This is an optimization exercise on Yosys and OpenROAD, whose aim is small area and a short achievable clock period, not a production implementation. Function was not checked in any run shown here: the RTL went through the layout flow alone. Power figures rest on the tool's default switching activity, not on a simulated workload.

===== flow/config.mk =====
export PLATFORM = sky130hd
export DESIGN_NAME = dc_blocker
export DESIGN_NICKNAME = dc_blocker
export VERILOG_FILES = /design/flow/design.v
export SDC_FILE = /design/flow/constraint.sdc
export NUM_CORES = 4
export LEC_CHECK = 0
export CAP_MARGIN = 20
export CORE_MARGIN = 2
export CORE_UTILIZATION = 40
export SLEW_MARGIN = 20

===== flow/constraint.sdc =====
create_clock -name core_clock -period 20.0 [get_ports {clk}]
set_input_delay 4.0000 -clock core_clock [delete_from_list [all_inputs] [get_ports {clk}]]
set_output_delay 4.0000 -clock core_clock [all_outputs]
set_load 0.01 [all_outputs]

===== flow/design.v =====
module dc_blocker (
    input  wire               clk,
    input  wire               rst,        
    input  wire               in_valid,
    input  wire signed [39:0] x,
    input  wire               track,
    input  wire               load,
    input  wire        [2:0]  corner,
    output reg                out_valid,
    output reg  signed [39:0] y,
    output wire signed [71:0] base
);
    reg        busy;
    reg  [2:0] cyc;
    reg  [39:0] x_r;
    reg  [8:0] sel;          
    reg        b_zero, s_zero;
    reg  [2:0] wcount;
    wire last = busy & (cyc == 3'd7);
    wire acc  = in_valid & ~rst & (~busy | last);
    wire spec = ~busy | last;                  
    wire load_r = sel[7];
    reg  [77:0] bph;
    reg  [51:0] sph;
    reg  [39:0] win0, win1, win2, win3, win4, win5, win6;
    assign base = bph[77:6];
    wire [9:0] r_nz, r_two, r_neg;
    assign r_nz[0]  = sel[0] | sel[2] | sel[3] | sel[4] | sel[6];
    assign r_two[0] = sel[0] | sel[2];
    assign r_neg[0] = sel[0] | sel[2] | sel[5] | sel[7] | sel[8];
    assign r_nz[1]  = sel[0] | sel[1] | sel[3] | sel[4] | sel[5] | sel[6];
    assign r_two[1] = sel[0] | sel[4] | sel[5];
    assign r_neg[1] = sel[0] | sel[1] | sel[3] | sel[4] | sel[6];
    assign r_nz[2]  = sel[1] | sel[2] | sel[3];
    assign r_two[2] = sel[3];
    assign r_neg[2] = sel[1];
    assign r_nz[3]  = sel[2] | sel[3] | sel[4];
    assign r_two[3] = sel[3];
    assign r_neg[3] = sel[2] | sel[3];
    assign r_nz[4]  = sel[0] | sel[2] | sel[4] | sel[5];
    assign r_two[4] = sel[0] | sel[2] | sel[5];
    assign r_neg[4] = sel[0] | sel[2] | sel[4];
    assign r_nz[5]  = sel[0] | sel[1] | sel[3] | sel[4] | sel[5] | sel[6];
    assign r_two[5] = sel[0] | sel[4] | sel[5];
    assign r_neg[5] = sel[0] | sel[1] | sel[3] | sel[4];
    assign r_nz[6]  = sel[0] | sel[1] | sel[2] | sel[3] | sel[6];
    assign r_two[6] = sel[0] | sel[3];
    assign r_neg[6] = sel[1] | sel[2] | sel[3];
    assign r_nz[7]  = sel[1] | sel[2] | sel[4] | sel[5] | sel[6];
    assign r_two[7] = sel[2] | sel[6];
    assign r_neg[7] = sel[4];
    assign r_nz[8]  = sel[3] | sel[4] | sel[7];
    assign r_two[8] = sel[4];
    assign r_neg[8] = 1'b0;
    assign r_nz[9]  = sel[5] | sel[6];
    assign r_two[9] = sel[6];
    assign r_neg[9] = 1'b0;
    wire       neg4 = |sel[4:0];               
    wire [1:0] xi = cyc[1:0] - 2'd1 - {1'b0, load_r};
    reg  [12:0] xf7;
    always @* begin
        case (xi)
            2'd0: xf7 = {x_r[6:0], 6'd0};
            2'd1: xf7 = x_r[19:7];
            2'd2: xf7 = x_r[32:20];
            default: xf7 = {{6{x_r[39]}}, x_r[39:33]};
        endcase
    end
    reg  [12:0] w6f;
    always @* begin
        case (xi)
            2'd0: w6f = {win6[6:0], 6'd0};
            2'd1: w6f = win6[19:7];
            2'd2: w6f = win6[32:20];
            default: w6f = {{6{win6[39]}}, win6[39:33]};
        endcase
        if (wcount != 3'd7) w6f = 13'd0;
    end
    wire [12:0] s_rd = s_zero ? 13'd0 : sph[12:0];
    reg  [12:0] b_dr;
    always @* begin
        if (~busy)
            b_dr = bph[18:6];
        else case (cyc)
            3'd0, 3'd7: b_dr = bph[31:19];
            3'd1:       b_dr = bph[44:32];
            3'd2:       b_dr = bph[57:45];
            3'd3:       b_dr = bph[70:58];
            default:    b_dr = {{6{bph[77]}}, bph[77:71]};
        endcase
        if (b_zero && !last) b_dr = 13'd0;
    end
    wire [12:0] b_rd = b_zero ? 13'd0 :
                       (cyc == 3'd7) ? bph[77:65] :
                       (cyc == 3'd2) ? bph[12:0] : bph[25:13];
    reg  [12:0] h0, h1, h2;           
    reg         dcy;
    reg  [13:0] dsum;
    always @* begin
        dsum = 14'd0;
        if (spec)
            dsum = {1'b0, ~b_dr} + 14'd1;
        else if (~load_r) begin
            if (cyc <= 3'd4)
                dsum = {1'b0, (cyc == 3'd0) ? 13'd0 : xf7} + {1'b0, ~b_dr} + {13'd0, dcy};
            else
                dsum = {1'b0, {13{h0[12]}}};
        end else begin
            if (cyc >= 3'd2 && cyc <= 3'd5)
                dsum = {1'b0, xf7} + {1'b0, s_rd} + {13'd0, dcy};
            else if (cyc >= 3'd6)
                dsum = {1'b0, {13{h0[12]}}};
        end
    end
    always @(posedge clk) begin
        h0  <= dsum[12:0];
        dcy <= (~spec & load_r & (cyc <= 3'd1)) ? 1'b0 : dsum[13];
        h1  <= (spec | (load_r & (cyc == 3'd0))) ? 13'd0 : h0;
        h2  <= spec ? 13'd0 : h1;
    end
    wire [38:0] hist = {h0, h1, h2};
    wire [12:0] rr [0:9];
    genvar gi;
    generate
        for (gi = 0; gi < 10; gi = gi + 1) begin : g_row
            wire [12:0] one = hist[26 - 2*gi + 12 : 26 - 2*gi];
            wire [12:0] two = hist[25 - 2*gi + 12 : 25 - 2*gi];
            assign rr[gi] = ({13{r_nz[gi]}} & (r_two[gi] ? two : one)) ^ {13{r_neg[gi]}};
        end
    endgenerate
    wire [12:0] brow = (cyc < 3'd2) ? 13'd0 :
                       (cyc == 3'd2) ? {b_rd[12:6] & {7{~load_r}}, 1'b1, 5'd0} :
                       load_r ? 13'd0 : b_rd;
    function [26:0] csa;              
        input [12:0] a, b, c;
        reg   [12:0] m;
        begin
            m   = (a & b) | (a & c) | (b & c);
            csa = {m[12], m[11:0], 1'b0, a ^ b ^ c};
        end
    endfunction
    wire [26:0] l1a = csa(rr[0], rr[1], rr[2]);
    wire [26:0] l1b = csa(rr[3], rr[4], rr[5]);
    wire [26:0] l1c = csa(rr[6], rr[7], rr[8]);
    wire [26:0] l2a = csa(l1a[12:0], l1a[25:13], l1b[12:0]);
    wire [26:0] l2b = csa(l1b[25:13], l1c[12:0], l1c[25:13]);
    wire [26:0] l3a = csa(l2a[12:0], l2a[25:13], l2b[12:0]);
    wire [26:0] l3b = csa(l2b[25:13], rr[9], brow);
    wire [26:0] l4  = csa(l3a[12:0], l3a[25:13], l3b[12:0]);
    wire [26:0] l5  = csa(l4[12:0], l4[25:13], l3b[25:13]);
    wire [3:0]  ovc = l1a[26] + l1b[26] + l1c[26] + l2a[26] + l2b[26] +
                      l3a[26] + l3b[26] + l4[26] + l5[26];
    reg  [12:0] sv, cv;
    reg  [3:0]  ov;
    always @(posedge clk) begin
        sv <= l5[12:0];
        cv <= l5[25:13];
        ov <= ovc;
    end
    wire        b0  = b_zero ? 1'b0 : bph[6];
    reg  [3:0]  cr;
    wire [3:0]  cin = (cyc == 3'd1) ? ((neg4 ? 4'd4 : 4'd1) - {3'd0, b0}) : cr;
    wire [14:0] rsum = sv + cv + cin;
    wire [12:0] dig  = rsum[12:0];
    wire [3:0]  crn  = rsum[14:13] + ov;
    reg         t_z, t_o;
    wire        tie = b0 ? (t_o & (&dig[5:0])) : (t_z & ~(|dig[5:0]));
    wire [12:0] bnew = (cyc == 3'd3) ? {dig[12:7], tie ? b0 : dig[6], dig[5:0]} : dig;
    wire        dsg = h0[12];
    reg  [3:0]  k7;
    always @* begin
        k7 = 4'd1;
        if (sel[0] | sel[1]) k7 = dsg ? 4'd1 : 4'd4;
        if (sel[2])          k7 = dsg ? 4'd2 : 4'd4;
        if (sel[3] | sel[4]) k7 = dsg ? 4'd3 : 4'd4;
        if (sel[5])          k7 = dsg ? 4'd6 : 4'd1;
        if (sel[6])          k7 = dsg ? 4'd5 : 4'd1;
    end
    wire [12:0] a7   = load_r ? hist[22:10] : b_rd;
    wire [12:0] dig7 = a7 + {{9{1'b0}}, crn} - {{9{1'b0}}, k7};
    always @(posedge clk) begin
        cr <= crn;
        if (cyc == 3'd1) begin
            t_z <= ~(|dig);
            t_o <= &dig;
        end else if (cyc == 3'd2) begin
            t_z <= t_z & ~(|dig);
            t_o <= t_o & (&dig);
        end
    end
    wire [12:0] a_d = load_r ? hist[22:10] : b_rd;
    reg         sticky;
    wire        up = a_d[11] & (sticky | (|a_d[10:0]) | a_d[12]);
    reg  [12:0] xf1;
    always @* begin
        case (cyc[1:0])
            2'd0: xf1 = {x_r[0], 12'd0};
            2'd1: xf1 = x_r[13:1];
            2'd2: xf1 = x_r[26:14];
            default: xf1 = x_r[39:27];
        endcase
    end
    reg         ybor;
    wire [13:0] ysub = {x_r[39] & (cyc == 3'd7), xf1} -
                       {a_d[12] & (cyc == 3'd7), (cyc == 3'd4) ? {a_d[12], 12'd0} : a_d} -
                       ((cyc == 3'd4) ? {1'b0, up, 12'd0} : {13'd0, ybor});
    wire        y40 = ysub[13];
    wire        ovf = y40 ^ ysub[12];
    always @(posedge clk) begin
        if (cyc == 3'd2)
            sticky <= |a_d[12:6];
        else if (cyc == 3'd3)
            sticky <= sticky | (|a_d);
        ybor <= ysub[13];
        if (last & ovf)
            y <= y40 ? 40'h8000000000 : 40'h7fffffffff;
        else
            y <= {ysub[12:0], y[39:13]};
    end
    wire [1:0]  sidx = xi;
    wire        sa_act = busy & (load_r ? (cyc >= 3'd2 && cyc <= 3'd5)
                                        : (cyc >= 3'd1 && cyc <= 3'd4));
    reg  [1:0]  scy;
    wire [14:0] ssum = s_rd + xf7 + {2'b00, ~w6f} + ((sidx == 2'd0) ? 2'd1 : scy);
    always @(posedge clk) begin
        scy <= ssum[14:13];
        if (sa_act)
            sph <= {ssum[12:0], sph[51:13]};
    end
    always @(posedge clk) begin
        if (acc) begin
            x_r <= x;
            sel <= 9'd0;
            if (load)
                sel[7] <= 1'b1;
            else if (track && corner != 3'd7)
                sel[corner] <= 1'b1;
            else
                sel[8] <= 1'b1;
        end
        if (busy && cyc >= 3'd3)
            bph[64:0] <= {bnew, bph[64:13]};
        if (last)
            bph[77:65] <= dig7;
        if (last) begin
            win0 <= x_r; win1 <= win0; win2 <= win1; win3 <= win2;
            win4 <= win3; win5 <= win4; win6 <= win5;
        end
        if (rst) begin
            busy      <= 1'b0;
            cyc       <= 3'd0;
            out_valid <= 1'b0;
            b_zero    <= 1'b1;
            s_zero    <= 1'b1;
            wcount    <= 3'd0;
        end else begin
            out_valid <= last;
            if (acc) begin
                busy <= 1'b1;
                cyc  <= 3'd0;
            end else if (busy) begin
                cyc  <= cyc + 3'd1;
                if (last) busy <= 1'b0;
            end
            if (last) begin
                b_zero <= 1'b0;
                if (wcount != 3'd7) wcount <= wcount + 3'd1;
            end
            if (sa_act && sidx == 2'd3)
                s_zero <= 1'b0;
        end
    end
endmodule

===== flow/run.sh =====
#!/bin/bash
# synth_recipe.tcl (not shown) runs the flow's synth.tcl, then flattens the netlist and writes it again
# the make line also repeats each setting of config.mk as NAME=value (left out here)
make -C /OpenROAD-flow-scripts/flow DESIGN_CONFIG=/design/flow/config.mk WORK_HOME=/design/flow/orfs CLKGATE_MAP_FILE= SYNTH_SCRIPT=/design/flow/synth_recipe.tcl finish

==> results of run 1 <==
-- cell families after synthesis --
kind of cell | after synthesis
buf+inv | 465
fa+ha+maj | 281
mux | 97
flops | 580
xor+xnor | 124
simple gates | 539
compound gates | 506
-- area by class of cell --
| type | count | area, µm² |
|---|---|---|
| flip-flops and latches | 580 | 16200 |
| clock buffers | 84 | 1750 |
| well taps | 1040 | 1300 |
| multi-input cells | 1547 | 12800 |
| inverters | 263 | 995 |
| repair buffers | 195 | 1870 |
| clock inverters | 37 | 363 |
| fillers | 6862 | 41800 |
-- registers in the layout (all words and copies together), names as in the netlist, 4 cells and up --
register  flops
x_r          40
h2            6
h1           13
h0           13
win3         40
ov            4
win6         40
win1         40
win0         40
y            40
cr            4
sv           13
win2         40
bph          78
sel           9
cv           11
sph          52
win4         40
win5         40
-- power breakdown --
group,leakage [nW],switching [W],internal [W]
Combinational,7.57,0.000647,0.000505
Sequential,5.16,0.0000497,0.00142
Clock,1.03,0.000508,0.000662
-- layer usage --
| metal | global-route usage (%) | vias up |
|---|---|---|
| li1 | - | 9161 |
| met1 | 29.3 | 9956 |
| met2 | 32.4 | 675 |
| met3 | 3.86 | 103 |
| met4 | 5.83 | 0 |
| met5 | 0 | - |
-- per-stage QoR --
stage,cell area [µm²],instances,power [W]
finish,35400,3746,0.00379
global route,35400,3746,0.00401
CTS,35400,3746,0.00383
detailed placement,33300,3625,0.00264
global placement,33300,3625,0.00261
floorplan,31100,2592,0.00225
-- cells in the final DEF (no fill, tap or decap), types with 14 or more instances in the layout --
cell | netlist | final
nor2b_1 | 59 | 59
xnor2_1 | 83 | 82
inv_1 | 262 | 261
o21a_1 | 14 | 14
dfxtp_1 | 117 | 117
and2_1 | 30 | 30
clkbuf_16 | 0 | 67
nand2b_1 | 27 | 27
o21ai_0 | 80 | 79
a211oi_1 | 38 | 38
fa_1 | 145 | 145
clkbuf_1 | 103 | 16
and3_1 | 14 | 14
a21o_1 | 58 | 58
buf_4 | 72 | 34
mux2_2 | 31 | 31
edfxtp_1 | 463 | 463
xor2_1 | 41 | 41
nand2_1 | 175 | 175
nor3_1 | 39 | 37
nor2_1 | 127 | 124
mux2i_1 | 59 | 59
a21oi_1 | 145 | 145
ha_1 | 136 | 135
a22oi_1 | 37 | 37
nand3_1 | 20 | 20
clkdlybuf4s50_1 | 0 | 160
-- worst max path at each step --
stage                                    start  cells after the start  slack [ns]                   end
after floorplan                            rst                      2       11.63  sel[0]$_SDFFCE_PP0P_
after global placement    sel[4]$_SDFFCE_PP0P_                     33       11.85     bph[77]$_DFFE_PP_
after detailed placement  sel[4]$_SDFFCE_PP0P_                     33       11.61     bph[77]$_DFFE_PP_
after CTS                 sel[3]$_SDFFCE_PP0P_                     33       11.57     bph[77]$_DFFE_PP_
after global routing      sel[3]$_SDFFCE_PP0P_                     33       10.98     bph[77]$_DFFE_PP_
final                     sel[3]$_SDFFCE_PP0P_                     33       11.52     bph[77]$_DFFE_PP_
-- worst register-to-register path: cells and delay by family (launching register included) --
family / cells / cell delay (ns)
AOI/OAI and AO/OA: 11 / 2.80
adders and majority gates: 8 / 2.37
and+or+nand+nor: 5 / 1.13
buffers and inverters: 5 / 0.84
xor gates and xnor gates: 3 / 0.45
DFF: 1 / 0.37
muxes: 1 / 0.27
==> summary.txt, run 1 <==
Seq/Total Area, Yosys=52.3%; VDD IR max=0.0684 mV; Synth Cell Area=31,100 µm²; YS warnings=1; setup ws final=11.52 ns; Synth Area in Adders=14.8%; Fin Hold WS=0.404 ns; Worst Tran Pin Value=1.13 ns; EDFF count, synth=463; Initial Util=40.3%; Final Hold Viols=0; Residual DRC=0; WL met3=5480 µm; CTS tree=yes; family with the most delay on the worst path=compound AO/OA/AOI/OAI gates; clk sink count=580; type of the worst min-delay path=reg -> reg; xor and xnor fraction of the mapped netlist area=3.49%; DR WL met2=37,500 µm; Final setup viols=0; Crit Path Max Fanout=59; Routed Antenna Nets=0; CP Class=reg -> reg; initial antenna violation count=2; placement row count=102; simple-gate portion of the synthesized area=8.36%; Max H-tree Level=3; first-pass GRT wire length=124,000 µm; Yosys reg bits=580; worst path required time=20.38 ns; met1 WL=36,100 µm; Max-Cap Viols=0; First-pass DRT Iterations=7; syn_area_per_cell=12.0 µm²; share of layout cells above drive strength 1=7.61%; clock buffer depth=3; routability cong.=0.916; 1st-iter DRT viols=1,804; Clk pin slew, worst setup/hold paths=0.06 ns; max-slew violations=0; die area=80,000 µm²; top cells by count, synth=edfxtp_1 (463), inv_1 (262), nand2_1 (175), a21oi_1 (145), fa_1 (145); Critical-path top delay cell=nor4_2; Worst Path Arrival=8.86 ns; top sig layer=met4; top post-synthesis cells by area=edfxtp_1 (45%), fa_1 (9.3%), dfxtp_1 (7.5%), ha_1 (5.5%), inv_1 (3.2%); Antenna diodes=0; main combinational cell family by area after synthesis=adder cells; reg-to-reg slack, setup=11.52 ns; hold path depth=0; Max-slew headroom=24.1%; LEAKAGE=13.8 nW; multiplexer share of the synthesized area=3.53%; Max stage delay on crit path=0.62 ns; largest net degree at the start of global routing=149; Clock Latency Late Sink=0.63 ns; # resized after CTS=0; chip width=283 µm; cell mode on critical path=ha_1; drt wl/cell=21.7 µm; Setup TNS=0 ns; area grow syn2layout=13.8%; fin crit period=8.48 ns; Post-synth top flop=edfxtp_1; IO Count=161; via count=19,900; Die Ht=283 µm; hold_sp=win1[26]$_DFFE_PP_; post-CTS setup buffers=0; Routed WL=81,200 µm; total global-route track usage=20.6%; reg2reg path depth=33; Layout Skew=0.0553 ns; placed wire-length estimate=58,300 µm; f_max=118 MHz; Post-Syn Nets=2,921; area share of the largest cell type after synthesis=44.7%; CP Launch Type=register; RSZ-0062 raised after global routing=false; Core ar.=77,200 µm²; end-of-flow core utilization=45.8%; reg2reg start=sel[3]$_SDFFCE_PP0P_; port bufs=160; top-count cell post-synth=edfxtp_1; number of global-route vias before repair=19,800; ys async rst share=0%; Buf/Inv on CP=5; Avg Vias per Cell=5.31; WHS Endpoint=win2[26]$_DFFE_PP_; Cell Pwr Density=107 nW/µm²; cells after synthesis=2,592; Final nets=2,982; complex-gate fraction of the synthesized area=10.9%; RR Endpoint=bph[77]$_DFFE_PP_; status=finished clean; clock root buffer=clkbuf_16; hold_buf cts=0; grt total ovfl=0; CTS Buf Count=66; Period Utilization, post-route=42.4%; dpl ws=11.61 ns; Yosys top cell by area=edfxtp_1; Distinct cells, synth=82; CP Capture Type=register
==> run 2: changes to the inputs <==
--- a/flow/config.mk
+++ b/flow/config.mk
@@ -6,4 +6,5 @@
 export NUM_CORES = 4
 export LEC_CHECK = 0
+export ABC_CLOCK_PERIOD_IN_PS = 4500
 export CAP_MARGIN = 20
 export CORE_MARGIN = 2
==> summary.txt, run 2 <==
Initial Util=40.3% (unchanged); top flop regs=bph: 78 flops, sph: 52 flops (unchanged); Routed WL=81,200 µm (unchanged); RSZ-0062 raised after global routing=false (unchanged); VDD IR max=0.0684 mV (unchanged); Yosys top cell by area=edfxtp_1 (unchanged); Synth Area in Adders=14.8% (unchanged); fin area=35,400 µm² (unchanged); top cells by count, synth=edfxtp_1 (463), inv_1 (262), nand2_1 (175), a21oi_1 (145), fa_1 (145) (unchanged); Layout Skew=0.0553 ns (unchanged); reg-to-reg slack, setup=11.52 ns (about the same); First-pass DRT Iterations=7 (unchanged); Residual DRC=0 (unchanged); xor and xnor fraction of the mapped netlist area=3.49% (unchanged); via count=19,900 (unchanged); Max H-tree Level=3 (unchanged); post-CTS setup buffers=0 (unchanged); 1st-iter DRT viols=1,804 (unchanged); Avg Vias per Cell=5.31 (unchanged); hold_buf cts=0 (unchanged); IO Count=161 (unchanged); Top reg by flops=bph (unchanged); YS warnings=1 (unchanged); most common cell after layout, fill and taps aside=edfxtp_1 (unchanged); reg2reg start=sel[3]$_SDFFCE_PP0P_ (unchanged); leading cell types in the layout, fill and taps excluded=edfxtp_1 (463), inv_1 (261), nand2_1 (175) (unchanged); NetSw=0.00120 W (unchanged); Seq/Total Area, Yosys=52.3% (unchanged); Max-slew headroom=24.1% (unchanged); first-pass GRT wire length=124,000 µm (unchanged); CP Capture Type=register (unchanged); EDFF count, synth=463 (unchanged); RR Endpoint=bph[77]$_DFFE_PP_ (unchanged); top post-synthesis cells by area=edfxtp_1 (45%), fa_1 (9.3%), dfxtp_1 (7.5%), ha_1 (5.5%), inv_1 (3.2%) (unchanged); Post-Syn Nets=2,921 (unchanged); routability cong.=0.916 (unchanged); Fin Hold WS=0.404 ns (unchanged); LEAKAGE=13.8 nW (unchanged); complex-gate fraction of the synthesized area=10.9% (unchanged); syn_area_per_cell=12.0 µm² (unchanged); die area=80,000 µm² (unchanged); Final setup viols=0 (unchanged); f_max=118 MHz (unchanged); share of layout cells above drive strength 1=7.61% (unchanged); Setup TNS=0 ns (unchanged); Setup crit end=bph[77]$_DFFE_PP_ (unchanged); Final Hold Viols=0 (unchanged); placed wire-length estimate=58,300 µm (unchanged); Die Ht=283 µm (unchanged); Antenna diodes=0 (unchanged); drt wl/cell=21.7 µm (unchanged); Core ar.=77,200 µm² (unchanged); main combinational cell family by area after synthesis=adder cells (unchanged); number of global-route vias before repair=19,800 (unchanged); post-placement cell area=33,300 µm² (unchanged); Critical-path top delay cell=nor4_2 (unchanged); port bufs=160 (unchanged); Distinct cells, synth=82 (unchanged); Period Utilization, post-route=42.4% (unchanged); simple-gate portion of the synthesized area=8.36% (unchanged); total global-route track usage=20.6% (unchanged); CTS Buf Count=66 (unchanged); register share of total power=38.8% (about the same); Crit Path Max Fanout=59 (unchanged); type of the worst min-delay path=reg -> reg (unchanged); fin crit period=8.48 ns (unchanged); Max stage delay on crit path=0.62 ns (about the same); Crit. Startpoint=sel[3]$_SDFFCE_PP0P_ (unchanged); CP Launch Type=register (unchanged); placement row count=102 (unchanged); ys async rst share=0% (unchanged); Clock Latency Late Sink=0.63 ns (about the same); largest net degree at the start of global routing=149 (unchanged); clk sink count=580 (unchanged); clock buffer depth=3 (unchanged); area grow syn2layout=13.8% (unchanged); initial antenna violation count=2 (unchanged); combinational power share=30.4% (about the same); Post-synth top flop=edfxtp_1 (unchanged); chip width=283 µm (unchanged); # resized after CTS=0 (unchanged); max FFs per register=78 (unchanged); Worst Tran Pin Value=1.13 ns (unchanged); Synth Cell Area=31,100 µm² (unchanged); cell mode on critical path=ha_1 (unchanged); clock root buffer=clkbuf_16 (unchanged); max-slew violations=0 (unchanged); CTS tree=yes (unchanged); sw frac=31.8% (unchanged); cells after synthesis=2,592 (unchanged); status=finished clean (unchanged); Clock power frac=30.9% (about the same); Yosys reg bits=580 (unchanged); internal power=0.00259 W (unchanged); end-of-flow core utilization=45.8% (unchanged); Worst Path Arrival=8.86 ns (about the same); Cell Pwr Density=107 nW/µm² (unchanged); Routed Antenna Nets=0 (unchanged); grt total ovfl=0 (unchanged); worst path required time=20.38 ns (about the same); Final nets=2,982 (unchanged); area share of the largest cell type after synthesis=44.7% (unchanged); Clk pin slew, worst setup/hold paths=0.06 ns (about the same); top-count cell post-synth=edfxtp_1 (unchanged); multiplexer share of the synthesized area=3.53% (unchanged); CP Class=reg -> reg (unchanged); reg2reg path depth=33 (unchanged); Max-Cap Viols=0 (unchanged)
[run 2: cell counts after synthesis]
No cell type changed its count.
[run 2: final cells by class]
type                       count  area [µm²]
clock buffer                  84        1750
clock inverter                37         363
fill                        6862       41800
inverter                     263         995
multi-input combinational   1547       12800
sequential                   580       16200
tap                         1040        1300
timing repair buffer         195        1870
[run 2: critical path: cells and delay by family, from the launching register on]
family	cells	cell delay [ns]
flops	1	0.37
compound gates	11	2.79
simple gates	5	1.10
fa+ha+maj	8	2.37
mux	1	0.27
xor+xnor	3	0.45
buf+inv	5	0.84
[run 2: worst min path at each step]
stage / start / endpoint / slack (ns) / depth (start not counted)
floorplan: sph[13]$_DFFE_PP_ / sph[0]$_DFFE_PP_ / 0.40 / 0
global placement: win3[25]$_DFFE_PP_ / win4[25]$_DFFE_PP_ / 0.40 / 0
detailed placement: sph[26]$_DFFE_PP_ / sph[13]$_DFFE_PP_ / 0.40 / 0
CTS: win1[26]$_DFFE_PP_ / win2[26]$_DFFE_PP_ / 0.40 / 0
global route: win1[13]$_DFFE_PP_ / win2[13]$_DFFE_PP_ / 0.41 / 0
finish: win1[26]$_DFFE_PP_ / win2[26]$_DFFE_PP_ / 0.40 / 0
[run 2: cells by family after synthesis]
family                     count (synthesis)
AOI/OAI and AO/OA                        506
xor gates and xnor gates                 124
and+or+nand+nor                          539
DFF                                      580
buffers and inverters                    465
adders and majority gates                281
muxes                                     97
[run 2: power by group through the flow]
| stage | registers (W) | logic, W | clock network, W |
|---|---|---|---|
| after floorplan | 0.00149 | 0.000761 | 0 |
| after global placement | 0.00149 | 0.00112 | 0 |
| after detailed placement | 0.00149 | 0.00114 | 0 |
| after CTS | 0.00147 | 0.00116 | 0.00120 |
| after global routing | 0.00148 | 0.00129 | 0.00124 |
| final | 0.00147 | 0.00115 | 0.00117 |
[run 2: per-stage QoR]
step	total power, W	setup WS, ns	instances
finish	0.00379	11.52	3746
global route	0.00401	10.98	3746
global placement	0.00261	11.85	3625
CTS	0.00383	11.57	3746
detailed placement	0.00264	11.61	3625
floorplan	0.00225	11.63	2592
[run 2: routing by layer]
layer  global-route usage, %  vias up  part of all wire (%)
met5                       0        -                     0
met4                    5.83        0                   2.5
met3                    3.86      103                   6.7
met2                    32.4      675                    46
met1                    29.3     9956                    44
li1                        -     9161                     -

static timing again, ports no longer ideal:
The results above use ideal ports. As a check the final layouts listed here were re-extracted and re-timed, cells and wires unchanged.
Step 1 sets driving cells, clkbuf_16 on the clock port and buf_2 on the other inputs (assumed; they add their load-dependent delay and slew).
Step 2, shift: input delay + t, output delay - t, t = (earliest + latest rising clock arrival at the registers) / 2. This alone moves slack from input paths to output paths.
a / b / c = ideal / step 1 / step 2; a / b = the first two.
run	t, ns	slack for setup (ns)	hold slack, ns	clock arrival spread, ns	pins driven straight from the clock port
run 1	0.668	11.517 / 11.517 / 11.517	0.404 / 0.404 / 0.404	0.056 / 0.056	1
run 2	0.668	11.517 / 11.517 / 11.517	0.404 / 0.404 / 0.404	0.056 / 0.056	1
After both steps setup and hold are still met in every run listed.
